Source: an optimization exercise on an open RTL-to-GDS flow (aim: small area, a short achievable clock period and few clock cycles). Production flows keep margins and buffers that such runs may drop. Only simulation tests tie the RTL to the original design; equivalence was not proved.

Design gcm_lane, start of the top module:
module gcm_lane (
    input  wire         clk,
    input  wire         rst,
    input  wire         start_valid,
    output wire         start_ready,
    input  wire [127:0] start_key,
    input  wire [95:0]  start_iv,
    input  wire         start_decrypt,
    input  wire         in_valid,
    output wire         in_ready,
    input  wire [127:0] in_data,
    input  wire [4:0]   in_bytes,
    input  wire         in_aad,
    input  wire         in_last,
    output reg          out_valid,
    output reg  [127:0] out_data,
    output reg          tag_valid,
    output reg  [127:0] tag
);
    localparam integer GD     = 26;                     
    localparam integer GSTEPS = (128 + GD - 1) / GD;    
    localparam integer XW     = GSTEPS * GD;            
    localparam integer PAD    = XW - 128;
    localparam JOB_P1 = 1'b0,     
               JOB_PN = 1'b1;     
    function [127:0] byte_mask;
        input [4:0] n;
        integer b;
        begin
            for (b = 0; b < 16; b = b + 1)
                byte_mask[127 - 8*b -: 8] = (b < n) ? 8'hff : 8'h00;
        end
    endfunction
    function [7:0] xtime;
        input [7:0] b;
        begin
            xtime = {b[6:0], 1'b0} ^ (b[7] ? 8'h1b : 8'h00);
        end
    endfunction
    function [31:0] mix_col;
        input [31:0] c;
        reg [7:0] a0, a1, a2, a3;
        begin
            a0 = c[31:24]; a1 = c[23:16]; a2 = c[15:8]; a3 = c[7:0];
            mix_col[31:24] = xtime(a0 ^ a1) ^ a1 ^ a2 ^ a3;
            mix_col[23:16] = xtime(a1 ^ a2) ^ a2 ^ a3 ^ a0;
            mix_col[15:8]  = xtime(a2 ^ a3) ^ a3 ^ a0 ^ a1;
            mix_col[7:0]   = xtime(a3 ^ a0) ^ a0 ^ a1 ^ a2;
        end
    endfunction
    function [127:0] shift_rows;
        input [127:0] s;
        integer r, c;
        begin
            for (c = 0; c < 4; c = c + 1)
  ...
Size in the first run: roughly 22000 cells after synthesis, about 2200 flip-flops, ~620 I/O pins, roughly 190000 sq um of cells after synthesis.
export LEC_CHECK = 0
export CAP_MARGIN = 30
export CORE_MARGIN = 2
export CORE_UTILIZATION = 25
export SETUP_SLACK_MARGIN = 5
export SLEW_MARGIN = 30
export SYNTH_HIERARCHICAL = 1
create_clock -name core_clock -period 10.0 [get_ports {clk}]
standard.sh (not shown) runs the stock make flow with config.mk's settings and CLKGATE_MAP_FILE= SYNTH_SCRIPT=/design/flow/synth_recipe.tcl, a recipe that flattens the netlist after the stock synthesis.
==> flow/flow/run.sh <==
#!/bin/bash
set -euo pipefail
REPAIR_MARGIN=5.65
W=$PWD
rm -rf "$W/scripts_abc"
cp -r "$FLOW_HOME/scripts" "$W/scripts_abc"
cp "$W/flow/abc_speed.script" "$W/scripts_abc/abc_speed.script"
python3 - "$W/scripts_abc/synth.tcl" <<'PY'
import sys
p = sys.argv[1]
s = open(p).read()
old = "  log_cmd abc {*}$abc_args\n"
assert s.count(old) == 1, "synth.tcl: abc call not found"
s = s.replace(old, """  # the GHASH step keeps ORFS's own mapping; the rest gets the XOR-friendly one
  set abc_args_std [lreplace $abc_args 1 1 $::env(FLOW_HOME)/scripts/abc_speed.script]
  log_cmd abc {*}$abc_args_std gcm_ghash_step
  log_cmd abc {*}$abc_args gcm_lane gcm_sbox
""")
open(p, "w").write(s)
PY
bash "$W/standard.sh" SCRIPTS_DIR="$W/scripts_abc" synth > "$W/run_synth.log" 2>&1
if [[ -n "$REPAIR_MARGIN" ]]; then
  bash "$W/standard.sh" SETUP_SLACK_MARGIN="$REPAIR_MARGIN" > "$W/run_layout.log" 2>&1
else
  bash "$W/standard.sh" > "$W/run_layout.log" 2>&1
fi
==> flow/flow/abc_speed.script <==
strash
&get -n
&fraig -x
&put
scorr
dc2
strash
dch -f
&get -n
&nf -p
&put
The starting point went through all stages and came out clean.
Testbench counts at the start, summed over its fixed seeds: cycles 35,118.
Then changed:
==> flow/flow/abc_speed.script (replaced) <==
strash
dc2
dch -f
&get -n
&nf -p
&put
--- a/flow/config.mk
+++ b/flow/config.mk
@@ -9,3 +9,3 @@
 export CORE_MARGIN = 2
-export CORE_UTILIZATION = 25
+export CORE_UTILIZATION = 40
 export SETUP_SLACK_MARGIN = 5
What happened: Synthesized cell count goes up slightly. Worst setup slack gains 0.025 ns. Sequential share of layout area goes up by 0.34 points. Die area goes down by well over a third. Synthesized area goes up slightly. Fmax goes up slightly. Via count goes up slightly. Wire length goes down by a few percent.

[port drivers added, routing unchanged]
In the flow no input, the clock included, has a driving cell. The finished layouts below were timed again as built, in two steps.
Step 1 assumes that a clkbuf_16 drives the clock port and a buf_2 every other input.
Step 2 adds t to the input delays and takes it off the output delays; t is the mean of the earliest and latest rising clock arrival at the registers after step 1. Input paths then give back, and output paths get back, about the clock's delay inside the block.
Slacks: no drivers / after step 1 / after step 2; pairs: no drivers / after step 1.
run	shift t [ns]	slack for setup (ns)	slew at the worst register clock pin (ns)
the first run	1.102	5.355 / 5.288 / 4.374	0.07 / 0.07
the second run	1.107	5.380 / 5.444 / 4.377	0.09 / 0.09
After both steps setup and hold are still met in every run listed. For the second run, which loses most, drivers alone change the setup slack by +0.064 ns; drivers and shift together by -1.003 ns.
